Source: an optimization exercise on an open RTL-to-GDS flow (aim: small area and few clock cycles per item). Production flows keep margins and buffers that such runs may drop. At most, simulation tests tie the RTL to the original design; equivalence was not proved. Power is estimated from default activity; no workload was simulated.

// rs_c3_enc
module rs_c3_enc (
    input  wire        clk,
    input  wire        rst,
    input  wire        in_valid,
    output wire        in_ready,
    input  wire [15:0] in_data,
    output wire        out_valid,
    input  wire        out_ready,
    output wire [15:0] out_data,
    output wire        out_last
);
Settings: LEC_CHECK=0, CAP_MARGIN=20, CORE_MARGIN=2, CORE_UTILIZATION=55, PLACE_DENSITY=0.7, SLEW_MARGIN=20; clock period 4.0 ns.
standard.sh (not shown) runs the stock make flow with config.mk's settings and CLKGATE_MAP_FILE= SYNTH_SCRIPT=/design/flow/synth_recipe.tcl, a recipe that flattens the netlist after the stock synthesis.
==> flow/flow/run.sh <==
#!/bin/bash
# The standard layout (standard.sh) with two changes:
#  - ABC maps the logic with a plain structural mapping (flow/abc.script), so
#    the XOR network written in the RTL is kept as it is;
#  - extra ORFS make variables from flow/extra.sh (placement/CTS options).
# Each tool's output goes to the ORFS logs under orfs/logs; make's own output
# goes to make.log.
set -euo pipefail
HERE=$(pwd)
cat > my_synth.tcl <<EOF
proc abc {args} {
  set i [lsearch -exact \$args -script]
  if {\$i >= 0} { set args [lreplace \$args [expr {\$i+1}] [expr {\$i+1}] $HERE/flow/abc.script] }
  yosys abc {*}\$args
}
source $HERE/synth_recipe.tcl
EOF
{
  cat flow/extra.sh
  sed -e "s#SYNTH_SCRIPT=[^ ]*#SYNTH_SCRIPT=$HERE/my_synth.tcl#" \
      -e 's#"\${@:-finish}"#"${EXTRA[@]}" "${@:-finish}"#' standard.sh
} > my_standard.sh
bash my_standard.sh > make.log 2>&1
==> flow/flow/abc.script <==
strash
map -a
==> flow/flow/extra.sh <==
EXTRA=("BUFFER_PORTS_ARGS=-buffer_cell sky130_fd_sc_hd__buf_2" "CTS_ARGS=-sink_clustering_enable -repair_clock_nets -dont_use_dummy_load -buf_list sky130_fd_sc_hd__clkbuf_8 -root_buf sky130_fd_sc_hd__clkbuf_8")
The starting point went through all stages and came out clean.
Testbench counts at the start, summed over its fixed seeds: cycles 49,280, words 192.
Next try:
==> flow/flow/extra.sh (replaced) <==
EXTRA=(GPL_KEEP_OVERFLOW=0)
--- a/flow/config.mk
+++ b/flow/config.mk
@@ -10,2 +10,2 @@
-export CORE_UTILIZATION = 55
-export PLACE_DENSITY = 0.7
+export CORE_UTILIZATION = 40
+export PLACE_DENSITY = 0.6
With this change the flow finished with setup timing left.
Fmax fell by 5.5%.
Via count barely changes.
Wire length grows by 6.8%.
Next try:
==> flow/flow/run.sh (replaced) <==
#!/bin/bash
set -euo pipefail
HERE=$(pwd)
cat > my_synth.tcl <<EOF
proc abc {args} {
  set i [lsearch -exact \$args -script]
  if {\$i >= 0} { set args [lreplace \$args [expr {\$i+1}] [expr {\$i+1}] $HERE/flow/abc.script] }
  yosys abc {*}\$args
}
source $HERE/synth_recipe.tcl
EOF
sed "s#SYNTH_SCRIPT=[^ ]*#SYNTH_SCRIPT=$HERE/my_synth.tcl#" standard.sh > my_standard.sh
bash my_standard.sh > make.log 2>&1
--- a/flow/config.mk
+++ b/flow/config.mk
@@ -10,2 +10,2 @@
-export CORE_UTILIZATION = 40
-export PLACE_DENSITY = 0.6
+export CORE_UTILIZATION = 55
+export PLACE_DENSITY = 0.7
removed: flow/flow/extra.sh
=> This time the run finished clean; via count went up by 2.0%; power shrinks by 0.76%; worst setup slack improves by 0.11 ns; clock-buffer cell count is unchanged; first-iteration DRC count rose by 1.1%; sequential cell count stays the same; sequential power stays flat; global-route usage increases by 7.2 points; die area fell by 27%; area after synthesis does not change.

========
try-harbor:
rs_c3_enc, a different RTL version from the one above (not shown whole).
Size: about 980 cells after synthesis, about 270 flip-flops, roughly 39 I/O pins, ~0.014 mm² of cells after synthesis.
==> flow/design.v (excerpt) <==
module rs_c3_enc (
    input  wire        clk,
    input  wire        rst,
    input  wire        in_valid,
    output wire        in_ready,
    input  wire [15:0] in_data,
    output wire        out_valid,
    input  wire        out_ready,
    output wire [15:0] out_data,
    output wire        out_last
);
clock: 4.0 ns
lec_check: 0
cap_margin: 20
core_margin: 2
core_utilization: 65
place_density: 0.8
setup_slack_margin: 0.1
slew_margin: 20
==> flow/flow/run.sh <==
#!/bin/bash
# The standard layout (standard.sh) with two changes:
#  - ABC maps the logic with an area-oriented structural mapping (&nf) (flow/abc.script), so
#    the XOR network written in the RTL is kept as it is;
#  - extra ORFS make variables from flow/extra.sh (placement/CTS options).
# Each tool's output goes to the ORFS logs under orfs/logs; make's own output
# goes to make.log.
set -euo pipefail
HERE=$(pwd)
cat > my_synth.tcl <<EOF
proc abc {args} {
  set i [lsearch -exact \$args -script]
  if {\$i >= 0} { set args [lreplace \$args [expr {\$i+1}] [expr {\$i+1}] $HERE/flow/abc.script] }
  yosys abc {*}\$args
}
source $HERE/synth_recipe.tcl
EOF
{
  cat flow/extra.sh
  sed -e "s#SYNTH_SCRIPT=[^ ]*#SYNTH_SCRIPT=$HERE/my_synth.tcl#" \
      -e 's#"\${@:-finish}"#"${EXTRA[@]}" "${@:-finish}"#' standard.sh
} > my_standard.sh
bash my_standard.sh > make.log 2>&1
==> flow/flow/abc.script <==
&get -n
&st
&dch -f
&nf -R 1000
&put
==> flow/flow/extra.sh <==
EXTRA=("BUFFER_PORTS_ARGS=-buffer_cell sky130_fd_sc_hd__buf_1" "CTS_ARGS=-sink_clustering_enable -repair_clock_nets -dont_use_dummy_load -sink_clustering_size 24 -sink_clustering_max_diameter 120")
Testbench counts of try-harbor, summed over its fixed seeds: cycles 49,280, words 192.
Input-level comparison between try-violet and try-harbor:
Settings: changing CORE_UTILIZATION from 65 to 60; changing PLACE_DENSITY from 0.8 to 0.75.
==> flow/flow/extra.sh <==
EXTRA=("BUFFER_PORTS_ARGS=-buffer_cell sky130_fd_sc_hd__buf_1" "CTS_ARGS=-sink_clustering_enable -repair_clock_nets -dont_use_dummy_load -sink_clustering_size 30 -sink_clustering_max_diameter 140")
[summary]
Final weighted congestion of routability-driven global placement, try-violet vs try-harbor: up by a few percent. From try-harbor to try-violet the numbers moved as follows: largest clock skew in the final design shows a reduction of 40 ps; routed wire length ~0 delta. Maximum frequency delta for try-violet relative to try-harbor: about 2% higher.

========
rs_c3_enc, a different RTL version from the one above (not shown whole).
Size in the first run: ~990 cells after synthesis, roughly 270 flip-flops, ~39 I/O pins, roughly 0.014 mm2 of cells after synthesis.
Settings: LEC_CHECK=0, CAP_MARGIN=20, CORE_MARGIN=2, CORE_UTILIZATION=55, PLACE_DENSITY=0.7, SLEW_MARGIN=20; clock period 4.0 ns.
==> flow/flow/extra.sh <==
EXTRA=("BUFFER_PORTS_ARGS=-buffer_cell sky130_fd_sc_hd__buf_1" "CTS_ARGS=-sink_clustering_enable -repair_clock_nets -dont_use_dummy_load -sink_clustering_size 20 -sink_clustering_max_diameter 100")
Scripts as last shown in full above: flow/flow/run.sh, flow/flow/abc.script
Testbench counts at the start, summed over its fixed seeds: cycles 49,280, words 192.
Rerun with:
--- a/flow/config.mk
+++ b/flow/config.mk
@@ -11,0 +12 @@
+export SETUP_SLACK_MARGIN = 0.1
Result: Die area is unchanged. Non-clock buffer count climbs by 15. Design area climbs by 0.92%.
Rerun with:
==> flow/flow/extra.sh (replaced) <==
EXTRA=("BUFFER_PORTS_ARGS=-buffer_cell sky130_fd_sc_hd__buf_1" "CTS_ARGS=-sink_clustering_enable -repair_clock_nets -dont_use_dummy_load -sink_clustering_size 24 -sink_clustering_max_diameter 120")
--- a/flow/config.mk
+++ b/flow/config.mk
@@ -10,3 +10,2 @@
-export CORE_UTILIZATION = 55
-export PLACE_DENSITY = 0.7
-export SETUP_SLACK_MARGIN = 0.1
+export CORE_UTILIZATION = 60
+export PLACE_DENSITY = 0.75
After rerunning: Sequential power barely changes; setup slack improves by 0.0037 ns; register-to-register slack stays flat; power falls by 2.8%; clock power falls by about 8%; die area falls by 8.1%; non-clock buffer count falls by 19; via count falls by 2.1%.
Rerun with:
==> flow/flow/extra.sh (replaced) <==
EXTRA=("BUFFER_PORTS_ARGS=-buffer_cell sky130_fd_sc_hd__buf_1" "CTS_ARGS=-sink_clustering_enable -repair_clock_nets -dont_use_dummy_load -sink_clustering_size 20 -sink_clustering_max_diameter 100")
The changed run finished clean. Setup slack is worse by 0.022 ns. Core utilization rose by 0.22 points. Count of clock-buffer cells in the layout rose by 2. Synthesized cell count does not change. Sequential share of layout area fell by 0.16 points. Maximum frequency fell by 0.57%. Register-to-register slack is worse by 0.05 ns.
Rerun with:
--- a/flow/config.mk
+++ b/flow/config.mk
@@ -10,2 +10,3 @@
-export CORE_UTILIZATION = 60
-export PLACE_DENSITY = 0.75
+export CORE_UTILIZATION = 55
+export PLACE_DENSITY = 0.7
+export SETUP_SLACK_MARGIN = 0.05
Effect: The changed run ran to the end with no violations; clock skew falls by 0.019 ns; flip-flop and latch count is unchanged; wire length falls by about 1.2%; total power rises by about 0.45%; synthesized area stays the same.

========
Setup of quartz:
rs_c3_enc, a different RTL version from the one above (not shown whole).
Size in the first run: roughly 1100 cells after synthesis, roughly 39 I/O pins.
==> flow/config.mk <==
export PLATFORM = sky130hd
export DESIGN_NAME = rs_c3_enc
export DESIGN_NICKNAME = rs_c3_enc
export VERILOG_FILES = /design/flow/design.v
export SDC_FILE = /design/flow/constraint.sdc
export NUM_CORES = 4
export LEC_CHECK = 0
export CAP_MARGIN = 20
export CORE_MARGIN = 2
export CORE_UTILIZATION = 40
export PLACE_DENSITY = 0.6
export SLEW_MARGIN = 20
==> flow/constraint.sdc <==
create_clock -name core_clock -period 4.0 [get_ports {clk}]
set_input_delay 0.8000 -clock core_clock [delete_from_list [all_inputs] [get_ports {clk}]]
set_output_delay 0.8000 -clock core_clock [all_outputs]
set_load 0.01 [all_outputs]
run.sh (not shown) runs the stock make flow with config.mk's settings and CLKGATE_MAP_FILE= SYNTH_SCRIPT=/design/flow/synth_recipe.tcl, a recipe that flattens the netlist after the stock synthesis.
Stock flow here: none of the scripts above is used.
Input changes introduced in lagoon (baseline for comparison: quartz):
Settings: setting GPL_TIMING_DRIVEN to 0 for the first time; changing PLACE_DENSITY from 0.6 to 0.75; changing CORE_UTILIZATION from 40 to 60.
==> flow/flow/run.sh (new file) <==
#!/bin/bash
set -euo pipefail
HERE=$(pwd)
cat > my_synth.tcl <<EOF
proc abc {args} {
  set i [lsearch -exact \$args -script]
  if {\$i >= 0} { set args [lreplace \$args [expr {\$i+1}] [expr {\$i+1}] $HERE/flow/abc.script] }
  yosys abc {*}\$args
}
source $HERE/synth_recipe.tcl
EOF
sed "s#SYNTH_SCRIPT=[^ ]*#SYNTH_SCRIPT=$HERE/my_synth.tcl#" standard.sh > my_standard.sh
bash my_standard.sh > make.log 2>&1
==> flow/flow/abc.script (new file) <==
strash
map -a
==> flow/standard.sh (new file) <==
#!/bin/bash
# synth_recipe.tcl (not shown) runs the flow's synth.tcl, then flattens the netlist and writes it again
# the make line also repeats each setting of config.mk as NAME=value (left out here)
make -C /OpenROAD-flow-scripts/flow DESIGN_CONFIG=/design/flow/config.mk WORK_HOME=/design/flow/orfs CLKGATE_MAP_FILE= SYNTH_SCRIPT=/design/flow/synth_recipe.tcl "${@:-finish}"
removed: flow/run.sh
Results
lagoon: all stages done; final checks FAILED (setup timing). For lagoon, the most common library cell in the layout ignoring fill and taps was xor2_1, unlike quartz, where it was xnor2_1. quartz vs lagoon, cell at the slowest stage of the critical path: edfxtp_1 vs xor2_2. Compared lagoon vs quartz, and power density normalized to cell area is down in lagoon. What quartz reported for combinational cell power has to be multiplied by 1.4 to get the figure for lagoon. From quartz to lagoon the numbers moved as follows: portion of total power attributed to the clock network down 1.6 points, number of global-route vias before repair shows an increase of 141. Power after layout in lagoon is 210 uW above quartz. Re number of buffers created by CTS: lagoon and quartz aren't equal, and the higher value belongs to quartz.
### lagoon -> garnet
Settings: CORE_UTILIZATION changed from 60 to 40; PLACE_DENSITY changed from 0.75 to 0.6.
==> comparison <==
- garnet finished all stages; however, its layout fails the closing checks, the failures being setup timing.
- garnet against lagoon: estimated wirelength of the detail-placed design increased 6.4%, total power consumption of the routed design now smaller, switching component of the power saw little to no change, final period utilization has increased, number of global-route vias before repair fell by about 2.7%.
- Row critical path depth: garnet higher / lagoon lower
No functional check of the RTL was part of any run of this note.

-- static timing again, ports no longer ideal --
The results above use ideal ports. As a check the final layouts listed here were re-extracted and re-timed, cells and wires unchanged.
Step 1 (the two cells are an assumption about what drives the block):
set clk [get_ports {clk}]
set_driving_cell -lib_cell sky130_fd_sc_hd__clkbuf_16 $clk
set_driving_cell -lib_cell sky130_fd_sc_hd__buf_2 [delete_from_list [all_inputs] $clk]
Step 2 adds t to the input delays and takes it off the output delays; t is the mean of the earliest and latest rising clock arrival at the registers after step 1. Input paths then give back, and output paths get back, about the clock's delay inside the block.
Slacks: ideal / step 1 / step 2; pairs: ideal / step 1.
run	t (ns)	setup WS [ns]	worst setup path after step 2
the first run of note 1	0.591	0.157 / 0.110 / 0.205	register to register
the second run of note 1	0.628	-0.065 / -0.067 / -0.065	register to register
the third run of note 1	0.605	0.044 / -0.005 / 0.093	register to register
try-harbor	0.518	0.184 / 0.137 / 0.266	register to register
try-violet	0.540	0.259 / 0.213 / 0.436	register to register
the first run of note 3	0.546	0.122 / 0.073 / 0.284	register to register
the second run of note 3	0.548	0.168 / 0.116 / 0.231	register to register
the third run of note 3	0.518	0.172 / 0.124 / 0.215	register to register
the fourth run of note 3	0.548	0.150 / 0.102 / 0.174	register to register
the fifth run of note 3	0.556	0.144 / 0.094 / 0.254	register to register
quartz	0.625	0.066 / 0.007 / 0.513	register to register
lagoon	0.602	-0.315 / -0.315 / -0.315	register to register
garnet	0.615	-0.366 / -0.366 / -0.366	register to register
